Background: an optimization exercise with open tools, aiming at small area and a short achievable clock period. Do not read the settings as production practice.
Where RTL was checked, it was by simulation tests only, not by an equivalence proof against the original.
Power figures rest on the tool's default switching activity, not on a simulated workload.

== job 2105 ==
==> flow/design.v (excerpt) <==
module ce_dalu (
    input  wire        clk,
    input  wire        rst,          
    input  wire        ins_valid,    
    input  wire [31:0] ins,          
    input  wire [2:0]  rd_sel,       
    output wire [15:0] rd_data,
    output wire [39:0] acc,          
    output wire [4:0]  flags         
);
    localparam [5:0] OP_LDI  = 6'h07, OP_MOV  = 6'h08, OP_MTS  = 6'h09;
    localparam [5:0] OP_MPY  = 6'h10, OP_MAC  = 6'h11, OP_MSU  = 6'h12;
    localparam [5:0] OP_MPYI = 6'h13, OP_MACI = 6'h14, OP_CLRA = 6'h15;
    localparam [5:0] OP_LDA  = 6'h16, OP_ADDA = 6'h17, OP_SUBA = 6'h18;
    localparam [5:0] OP_RND  = 6'h19, OP_SHRA = 6'h1A, OP_SHLA = 6'h1B;
    localparam [5:0] OP_ADD  = 6'h20, OP_SUB  = 6'h21, OP_ADDI = 6'h22;
    localparam [5:0] OP_AND  = 6'h23, OP_OR   = 6'h24, OP_XOR  = 6'h25;
    localparam [5:0] OP_SHL  = 6'h26, OP_SHR  = 6'h27, OP_CMP  = 6'h28;
    localparam [5:0] OP_CMPI = 6'h29, OP_MIN  = 6'h2A, OP_MAX  = 6'h2B;
    localparam [5:0] OP_LIM  = 6'h2C, OP_NEG  = 6'h2D, OP_ABS  = 6'h2E;
    reg [15:0] d0, d1, d2, d3, d4, d5, d6, d7;
    reg [40:0] cs_s, cs_c;                         
    reg        f_n, f_z, f_v, f_c, f_sat;
    reg        f_na, f_za, f_va;                   
    wire [40:0] acc_x = cs_s + cs_c;               
    wire [39:0] acc_r = acc_x[39:0];
    function [15:0] rdmux;
        input [2:0] s;
        input [15:0] r0, r1, r2, r3, r4, r5, r6, r7;
        begin
            rdmux = ({16{s == 3'd0}} & r0) | ({16{s == 3'd1}} & r1) |
  ...
Size in the first run: about 4,800 cells after synthesis, ~30,000 um^2 of cells after synthesis.
Settings: LEC_CHECK=0, ABC_AREA=1, CAP_MARGIN=20, CORE_MARGIN=2, CORE_UTILIZATION=45, CTS_CLUSTER_DIAMETER=50, CTS_CLUSTER_SIZE=10, SLEW_MARGIN=20; clock period 20.0 ns.
run.sh (not shown) runs the stock make flow with config.mk's settings and CLKGATE_MAP_FILE= SYNTH_SCRIPT=/design/flow/synth_recipe.tcl, a recipe that flattens the netlist after the stock synthesis.
Job 2105: all stages complete, timing, DRC and antenna checks passed
For job 8182, these inputs were changed with respect to job 2105:
==> flow/flow/run.sh (new file) <==
#!/bin/bash
# Standard layout, with plain buffers (not delay cells) on the ports.
set -euo pipefail
bash standard.sh BUFFER_PORTS_ARGS="-buffer_cell sky130_fd_sc_hd__buf_2" finish > make.log 2>&1
==> flow/standard.sh (new file) <==
#!/bin/bash
# synth_recipe.tcl (not shown) runs the flow's synth.tcl, then flattens the netlist and writes it again
# the make line also repeats each setting of config.mk as NAME=value (left out here)
make -C /OpenROAD-flow-scripts/flow DESIGN_CONFIG=/design/flow/config.mk WORK_HOME=/design/flow/orfs CLKGATE_MAP_FILE= SYNTH_SCRIPT=/design/flow/synth_recipe.tcl "${@:-finish}"
removed: flow/run.sh
--- outcome ---
- Going from job 2105 to job 8182, the switching share of power was found to have gone down by 0.16 points.
- Compared with job 2105, in job 8182 multi-input gate area in the final layout ~0 delta, all-layer global routing usage +0.76 points, number of well taps ~0 delta.
- Diff job 2105 and job 8182: clock network power share higher in job 8182
- Looking at job 2105 and job 8182, the data required time at the worst endpoint is a wash.
- Between job 2105 and job 8182, part of the cycle the worst path needs decreased.
Relative to job 8182, the following input files were edited for job 1503:
- SLEW_MARGIN: 20 -> 60
- CAP_MARGIN: 20 -> 60
==> flow/run.sh (new file) <==
#!/bin/bash
# synth_recipe.tcl (not shown) runs the flow's synth.tcl, then flattens the netlist and writes it again
# the make line also repeats each setting of config.mk as NAME=value (left out here)
make -C /OpenROAD-flow-scripts/flow DESIGN_CONFIG=/design/flow/config.mk WORK_HOME=/design/flow/orfs CLKGATE_MAP_FILE= SYNTH_SCRIPT=/design/flow/synth_recipe.tcl finish
removed: flow/flow/run.sh
removed: flow/standard.sh
[summary]
Job 1503 vs job 8182, slowest cell on the critical path: sky130_fd_sc_hd__clkdlybuf4s50_1 vs sky130_fd_sc_hd__a21oi_1. Changes observed in job 1503 relative to job 8182: clock skew after layout has decreased, total number of cells along the worst setup path lost 20, die area shows no meaningful change, via count now larger. Compared with job 8182, in job 1503 number of CTS-inserted buffers decreased about 2.4%, area added between synthesis and finish increased 3.0 points. Number of clock buffer instances in the layout, job 1503 and job 8182: higher on job 8182. Compare job 1503 and job 8182 | initial antenna violation count lower: job 1503.
No functional check of the RTL was part of any run of this note.

Setup of wip/yarrow:
ce_dalu, a different RTL version from the one above (not shown whole).
Size: ~99 I/O pins, about 27000 µm² of cells after synthesis.
clock: 20.0 ns
lec_check: 0
abc_area: 1
cap_margin: 20
core_margin: 2
core_utilization: 45
cts_buf_list: sky130_fd_sc_hd__clkbuf_8
cts_cluster_diameter: 60
cts_cluster_size: 15
slew_margin: 20
standard.sh (not shown) runs the stock make flow with config.mk's settings and CLKGATE_MAP_FILE= SYNTH_SCRIPT=/design/flow/synth_recipe.tcl, a recipe that flattens the netlist after the stock synthesis.
==> flow/flow/run.sh <==
#!/bin/bash
# Standard layout, with these changes:
#  - synthesis: the standard synthesis script, sourcing a copy of ORFS's
#    synth.tcl whose only change is the ABC script (flow/abc.script);
#  - after synthesis, fapol.py removes inverters around full adders by
#    flipping adder polarities; the result is kept only if ABC proves it
#    equivalent to the synthesized netlist;
#  - plain buffers (not delay cells) on the ports;
#  - the resizer's timing repair asked for more setup slack than the
#    standard flow.
set -euo pipefail
W=$PWD
F=$W/flow
sed 's#^  log_cmd abc {\*}$abc_args$#  log_cmd abc -script '"$F"'/abc.script {*}[lrange $abc_args 2 end]#' \
    "$FLOW_HOME/scripts/synth.tcl" > "$W/synth_mine.tcl"
grep -q "abc.script" "$W/synth_mine.tcl"
sed 's#source $::env(SCRIPTS_DIR)/synth.tcl#source '"$W"'/synth_mine.tcl#' \
    "$W/synth_recipe.tcl" > "$W/synth_recipe_mine.tcl"
grep -q "synth_mine.tcl" "$W/synth_recipe_mine.tcl"
ARGS=(SYNTH_SCRIPT="$W/synth_recipe_mine.tcl"
      BUFFER_PORTS_ARGS="-buffer_cell sky130_fd_sc_hd__buf_2"
      SETUP_SLACK_MARGIN=10 TNS_END_PERCENT=100)
bash standard.sh "${ARGS[@]}" synth > make_synth.log 2>&1

# full-adder polarity clean-up, checked by ABC's combinational equivalence
R=$W/orfs/results/sky130hd/ce_dalu/base
LIB=$FLOW_HOME/platforms/sky130hd/lib/sky130_fd_sc_hd__tt_025C_1v80.lib
cp "$R/1_2_yosys.v" "$W/netlist_synth.v"
python3 "$F/fapol.py" "$W/netlist_synth.v" "$W/netlist_fapol.v" > fapol.log 2>&1
for n in synth fapol; do
  cat > "$W/blif_$n.ys" <<EOY
read_liberty -ignore_miss_func $LIB
read_verilog $W/netlist_$n.v
hierarchy -top ce_dalu
flatten
opt_clean
techmap
opt -fast
dfflegalize -cell \$_DFF_P_ x
write_blif $W/netlist_$n.blif
EOY
  yosys -q -s "$W/blif_$n.ys" > "yosys_blif_$n.log" 2>&1
done
yosys-abc -c "cec $W/netlist_synth.blif $W/netlist_fapol.blif" > cec.log 2>&1 || true
if grep -q "Networks are equivalent" cec.log; then
  cp "$W/netlist_fapol.v" "$R/1_2_yosys.v"
  echo "fapol netlist used" >> fapol.log
else
  echo "fapol netlist NOT used" >> fapol.log
fi
bash standard.sh "${ARGS[@]}" finish > make.log 2>&1
==> flow/flow/abc.script <==
strash
dch -f
map -D 3000
topo
stime -c
buffer -c
upsize -c -D 3000
dnsize -c -D 3000
Other scripts of this flow, unchanged in this note and not shown: flow/flow/fapol.py
Edits applied to the flow inputs when going from wip/yarrow to wip/quartz:
-- flow/flow/run.sh --
<<< wip/yarrow, line 21
      BUFFER_PORTS_ARGS="-buffer_cell sky130_fd_sc_hd__buf_2"
      SETUP_SLACK_MARGIN=10 TNS_END_PERCENT=100)
bash standard.sh "${ARGS[@]}" synth > make_synth.log 2>&1
>>> wip/quartz, line 21
      BUFFER_PORTS_ARGS="-buffer_cell sky130_fd_sc_hd__buf_2"
      SETUP_SLACK_MARGIN=10 TNS_END_PERCENT=0)
bash standard.sh "${ARGS[@]}" synth > make_synth.log 2>&1
==> flow/flow/abc.script <==
&get -n
&st
&dch -f
&nf -a -K 6 -R 1000
&put
topo
stime -c
buffer -c
upsize -c
dnsize -c
==> comparison <==
Going from wip/yarrow to wip/quartz, area enclosed by the die boundary went down; final-stage net count went down.
On worst setup slack, wip/yarrow tracks wip/quartz almost exactly.
Sort wip/quartz and wip/yarrow by fraction of layout cells with a size suffix above 1 asc -> top: wip/quartz
Relative to wip/yarrow, sum of routed wire segments on met1 has gone down in wip/quartz.
Of wip/quartz and wip/yarrow, the higher global-route usage belongs to wip/yarrow.
## Diff of input files: wip/fjord against wip/quartz
==> flow/flow/abc.script <==
strash
dch -f
map -D 3000
topo
stime -c
buffer -c
upsize -c -D 3000
dnsize -c -D 3000
==> notes.md <==
- wip/fjord was carried through to the last stage, and its layout satisfied the timing, DRC and antenna checks.
- The fraction of the core area covered by cells at the end of the flow number comes out higher for wip/quartz vs wip/fjord.
- Of the two candidates, wip/quartz has the better worst setup slack after layout and wip/fjord the worse one.
- Post-synthesis cell area of wip/fjord exceeds that of wip/quartz by a few percent.
- Against wip/quartz, wip/fjord reports a wire length that is higher.
- The sequential share of layout area of wip/fjord falls short of that of wip/quartz by 0.49 points.
- Summary of the comparison: reported leakage power is higher in wip/fjord, relative to wip/quartz.
- wip/fjord ended with more post-layout minimum cycle time than wip/quartz.
- The die used by wip/fjord is larger than the one used by wip/quartz.
- In wip/fjord the synthesized netlist cell count turned out 11% higher than in wip/quartz.
- Relative to wip/quartz, power dissipated in the clock network decreased by about 3% in wip/fjord.
- wip/fjord — layout buffer count excluding clock buffers 4 higher, wip/quartz as reference
diff inputs: wip/fjord => wip/xenon
==> flow/flow/abc.script <==
&get -n
&st
&dch -f
&nf -a -K 6 -R 1000
&put
topo
dnsize -c
[summary]
The standard cells in wip/xenon occupy less silicon area than those in wip/fjord do.
NOTE: non-clock buffer count in wip/xenon exceeds that of wip/fjord
wip/xenon vs. wip/fjord: via count down 1343, placeable core area down 6.7%, cell depth of the worst setup path down 1.
Taking wip/fjord as the reference, in wip/xenon multi-input gate area in the final layout went up; global-route met1 utilization picked up an extra 2.5 points; area after synthesis fell about 7%; wire length of the first global-routing pass went down.
rd_sel[0] as the critical path launch point was reported by wip/xenon, and rd_sel[1] by wip/fjord.

## static timing again, ports no longer ideal
The flow's constraints put no driver on any port. The routed layouts listed below were extracted and timed again, unchanged, in two steps.
Step 1 sets driving cells, clkbuf_16 on the clock port and buf_2 on the other inputs (assumed; they add their load-dependent delay and slew).
Step 2 times the ports against the registers' clock, not the clock port: input delays grow and output delays shrink by t, the midpoint of the rising clock arrivals with the driver on.
a / b / c = ideal ports / drivers / drivers and shift; a / b = the first two.
run | t, ns | slack for setup (ns) | worst slew at a driven data input, ns
job 2105 | 0.659 | 8.229 / 8.275 / 7.616 | 0.06
job 8182 | 0.678 | 9.327 / 9.370 / 8.692 | 0.07
job 1503 | 0.648 | 8.986 / 8.962 / 8.405 | 0.06
wip/yarrow | 0.703 | 10.057 / 10.034 / 9.547 | 0.06
wip/quartz | 0.658 | 10.056 / 10.024 / 9.483 | 0.15
wip/fjord | 0.698 | 10.028 / 10.004 / 9.395 | 0.06
wip/xenon | 0.684 | 10.018 / 9.996 / 9.491 | 0.04
After both steps setup and hold are still met in every run listed. For job 8182, which loses most, drivers alone change the setup slack by +0.043 ns; drivers and shift together by -0.635 ns.
